Background: an optimization exercise with open tools, aiming at small area, a short achievable clock period and few clock cycles per item. Do not read the settings as production practice.
Only simulation tests tie the RTL to the original design; equivalence was not proved.

==> flow/design.v, too long to show whole: its modules and the start of the top module <==
// module lk7_svf: 150 lines
// module bmul: 2237 lines
module lk7_svf (
    input  wire        clk,
    input  wire        rst,
    input  wire        in_valid,
    output wire        in_ready,
    input  wire        in_ch,
    input  wire        in_clr,
    input  wire [1:0]  in_mode,
    input  wire [1:0]  in_nsec,
    input  wire [31:0] in_x,
    input  wire [31:0] in_a1,
    input  wire [31:0] in_a2,
    input  wire [31:0] in_a3,
    input  wire [31:0] in_k,
    output wire        out_valid,
    output wire [31:0] out_y
);
  // ...
==> flow/run.sh <==
#!/bin/bash
# synth_recipe.tcl (not shown) runs the flow's synth.tcl, then flattens the netlist and writes it again
# the make line also repeats each setting of config.mk as NAME=value (left out here)
make -C /OpenROAD-flow-scripts/flow DESIGN_CONFIG=/design/flow/config.mk WORK_HOME=/design/flow/orfs CLKGATE_MAP_FILE= SYNTH_SCRIPT=/design/flow/synth_recipe.tcl finish
==> flow/config.mk <==
export PLATFORM = sky130hd
export DESIGN_NAME = lk7_svf
export DESIGN_NICKNAME = lk7_svf
export VERILOG_FILES = /design/flow/design.v
export SDC_FILE = /design/flow/constraint.sdc
export NUM_CORES = 4
export LEC_CHECK = 0
export ABC_AREA = 1
export CAP_MARGIN = 20
export CORE_MARGIN = 2
export CORE_UTILIZATION = 40
export PLACE_DENSITY = 0.6
export SLEW_MARGIN = 20
==> flow/constraint.sdc <==
create_clock -name core_clock -period 20.0 [get_ports {clk}]
set_input_delay 4.0000 -clock core_clock [delete_from_list [all_inputs] [get_ports {clk}]]
set_output_delay 4.0000 -clock core_clock [all_outputs]
set_load 0.01 [all_outputs]
==> notes.md, run 1 <==
* Outcome: complete, no violations
* Die ar. at 234000 sq um
* Crit. End Element: register
* CP required at 20620 ps
* Hold Path Depth at 2
* 1st-iter DRT viols at 11300
* Total Routing Usage GR at 36.9%
* Final HPWL DP at 328 mm
* Final period util at 84.8%
* Hold_ws at 463 ps
* Commonest non-fill, non-tap cells in the layout: nand2_1 (2306), inv_1 (1765), xor2_1 (1145)
* Origin of the worst min-delay path: ic2_q[1][30]
* Top flop regs: ic1_q x128, ic2_q x128
* Syn Inst Count at 12000
* Main combinational cell family by area after synthesis: adder cells
* GRT busiest layer: met2
* Multi-input logic area at 65500 sq um
* Crit path launch type: register
* Post-Synth XOR/XNOR Area at 12.0%
* Drt drc at 0
* Worst-path clk slew at 70 ps
* Syn Std Cell Area at 92200 sq um
* DR WL/cell at 29.7 um
Testbench counts, summed over its fixed seeds: cycles 35,549, items 9,600.
==> run 2: changes to the inputs <==
--- a/flow/config.mk
+++ b/flow/config.mk
@@ -7,3 +7,3 @@
 export LEC_CHECK = 0
-export ABC_AREA = 1
+export ABC_CLOCK_PERIOD_IN_PS = 6000
 export CAP_MARGIN = 20
==> run 2 against run 1 <==
  * Still clean on timing, DRC and antenna
  * Area after synthesis is 2.2% higher
  * Critical path depth is 3 lower
  * Non-clock buffer count is 85 higher
  * Count of clock-buffer cells in the layout is 1 lower
  * Die area is 2.2% higher
  * Critical endpoint is now oy_r[2]
  * Largest cell class unchanged
  * Highest routed layer unchanged
==> notes.md, run 2 <==
* Die height at 489 um
* FF-to-FF Start: stp[0]
* Placed insts at 14000
* 1st-iter DRT viols at 14600 (+29%)
* Outcome: complete, no violations
* Synth top area cells: fa_1 (20%), edfxtp_1 (9.2%), dfxtp_1 (9.1%)
* Root Buffer: clkbuf_16
* Syn nets at 13000
* Sequential cell area fraction in the yosys report at 18.3%
* Crit-path slowest cell: a2111oi_0
* TritonCTS clock tree: done
* WP data arrival at 18760 ps
* Core area at 235000 sq um
* Worst Skew at 93.8 ps
* Total Routing Usage GR at 37.6% (+0.67 points)
* Starting Density at 40.1%
* Clock sinks at 717
* Class of the most critical setup path: reg -> reg
* Via count at 94200
* Crit path launch type: register
* Syn. warnings at 1
* NumNets Final at 12500
* Max-cap violations at 0
* Post-Layout Cell Count at 14200
* Resized Gates After CTS at 0
* Worst Hold End: ic1_q[3][29]
* First-pass GRT wire length at 657 mm
* IO Pins at 203
* Number of synthesized flops with an enable pin at 288
* Worst-path clk slew at 70 ps (about the same)
* DR WL/cell at 32.5 um (+9.3%)
* Skew-Pair Late Insertion Delay at 820 ps
* R2R Path End: oy_r[2]
* Setup slack, reg-to-reg at 1900 ps
* Origin of the worst min-delay path: ic1_q[3][29]
* Largest stage delay, worst path at 920 ps
* Hold Buf Count CTS at 0
* Hold Path Depth at 2 (unchanged)
* Main flop type after synthesis: dfxtp_1
* Final setup violation count at 0
* CTS Buf Count at 87
* Drt first pass iters at 7
* Vias per inst at 6.64
* Post-Place Worst Slack at 2600 ps
* Synth cell types at 121
* RSZ-0062 raised after global routing: false
* Async SR Flop Fraction at 0%
* Commonest non-fill, non-tap cell in the layout: inv_1
* CTS H-tree depth at 3
* Syn Std Cell Area at 94200 sq um (+2.2%)
* Layout cells sized above 1 at 7.78%
* Pin count of the biggest net entering global routing at 81
* Site Rows at 178
* CP required at 20660 ps (+40 ps)
* Routed Antenna Nets at 0
* Commonest non-fill, non-tap cells in the layout: inv_1 (1180), o21ai_0 (1034), a21oi_1 (1005)
* Final period util at 90.5% (+5.7 points)
* RePlAce Congestion at 1.03
* Area share of the largest cell type after synthesis at 20.3%
* Total global routing overflow at 0
* Final hold vios at 0
* Fmax achieved at 0.0553 GHz
* Vias in the first global route at 89700
* Crit path top cell by count: fa_1
* Final HPWL DP at 331 mm (+0.91%)
* Final min period at 18100 ps
* Layout overhead on the synthesized area at 8.58%
* Dominant cell type by area after synthesis: fa_1
* Syn Inst Count at 11400 (-5.0%)
* Syn_area_per_cell at 8.24 sq um
* Post-CTS Setup Inserts at 0
* Die X-Extent at 489 um
* Top flop regs: ic1_q x128, ic2_q x128
* Commonest cells in the synthesized netlist: inv_1 (1183), o21ai_0 (1043), a21oi_1 (1029), fa_1 (954), clkbuf_1 (931)
* Crit. End Element: register
* Slew margin rel. at 13.8%
* I/O Buffers at 202
* Die ar. at 239000 sq um (+2.2%)
* Slew Viols, Final at 0
* Number of buffers on the longest clock path at 3
* Number of synthesized register bits at 717
* Final wirelength at 461 mm
* HP Class: reg -> reg
* Setup TNS at 0 ps
* Setup WS post-layout at 1900 ps
* Drt drc at 0 (unchanged)
* Worst R2R Path Depth at 51
* Worst slew pin tran at 1290 ps
* Initial antenna violation count at 26
* Max FO, Critical Path at 39
* Most common cell in the netlist: inv_1
## run 2: cell types whose count changed after synthesis, moves of 302 or more
cell and delta:
nand2_1 -1494, xor2_1 -1010, o21ai_0 +698, inv_1 -595, clkbuf_1 +584, xnor2_1 +538
nand3_1 -501, a21oi_1 +359, o221ai_1 +302
## run 2: cell families (layout without fill, tap and decap cells)
kind of cell | count (synthesis) | after routing | share of synthesized area [%]
AO/OA/AOI/OAI | 4130 | 4130 | 27.0
other | 0 | 13 | 0
AND/OR/NAND/NOR | 1925 | 1925 | 9.06
buffers and inverters | 2284 | 1864 | 9.24
adder cells (fa/ha/maj) | 1377 | 1377 | 25.9
multiplexers | 213 | 213 | 3.21
XOR/XNOR | 787 | 787 | 7.32
flip-flops | 717 | 717 | 18.3
## run 2: metal layers
| metal | vias up | share of wire (%) | GRT usage (%) |
|---|---|---|---|
| met5 | - | 0.034 | 0 |
| met4 | 24 | 8.3 | 24.7 |
| met3 | 1689 | 13 | 11.7 |
| met2 | 7040 | 42 | 55.5 |
| met1 | 46200 | 37 | 47.2 |
| li1 | 39200 | - | - |
## run 2: critical path: cells and delay by family (launching register included)
| kind | cells | cell delay (ps) |
|---|---|---|
| flops | 1 | 660 |
| mux | 2 | 470 |
| simple gates | 11 | 2540 |
| xor+xnor | 4 | 1350 |
| buf+inv | 6 | 1710 |
| compound gates | 19 | 6620 |
| fa+ha+maj | 9 | 4370 |
## run 2: layout make-up
| class | instances | area (sq um) |
|---|---|---|
| fill | 23400 | 132000 |
| multi-input combinational | 8432 | 69300 |
| sequential | 717 | 17300 |
| inverter | 1198 | 4500 |
| timing repair buffer | 506 | 4340 |
| tap | 3150 | 3940 |
| clock buffer | 111 | 2400 |
| clock inverter | 49 | 581 |
| antenna | 13 | 32.5 |
## run 2: worst max-delay path by stage
stage | end | slack (ps) | cells past startpoint | startpoint
floorplan | oy_r[10] | 6610 | 56 | stp[0]
global placement | oy_r[10] | 2820 | 51 | stp[0]
detailed placement | oy_r[10] | 2600 | 51 | stp[0]
CTS | oy_r[30] | 2510 | 51 | stp[0]
global route | oy_r[30] | 1560 | 51 | stp[0]
finish | oy_r[2] | 1900 | 51 | stp[0]
## run 2: stage by stage
stage / hold slack [ps] / cell area, sq um / utilization (%)
6_report: 448 / 102000 / 43.6
5_1_grt: 465 / 102000 / 43.6
4_1_cts: 450 / 102000 / 43.6
3_5_place_dp: 437 / 99300 / 42.3
3_3_place_gp: 428 / 99200 / 42.3
2_1_floorplan: 420 / 94200 / -

re-timing with driven ports:
The flow's constraints put no driver on any port. The routed layouts listed below were extracted and timed again, unchanged, in two steps. Step 1 sets driving cells, clkbuf_16 on the clock port and buf_2 on the other inputs (assumed; they add their load-dependent delay and slew). Step 2, shift: input delay + t, output delay - t, t = (earliest + latest rising clock arrival at the registers) / 2. This alone moves slack from input paths to output paths. Three values: ideal, step 1, step 2; two values: the first two.
run | t (ns) | slack for setup (ns) | worst register clock-pin slew, ns
run 1 | 0.857 | 3.040 / 3.040 / 3.040 | 0.09 / 0.09
run 2 | 0.867 | 1.903 / 1.903 / 1.903 | 0.08 / 0.08
After both steps every run listed still meets setup and hold.
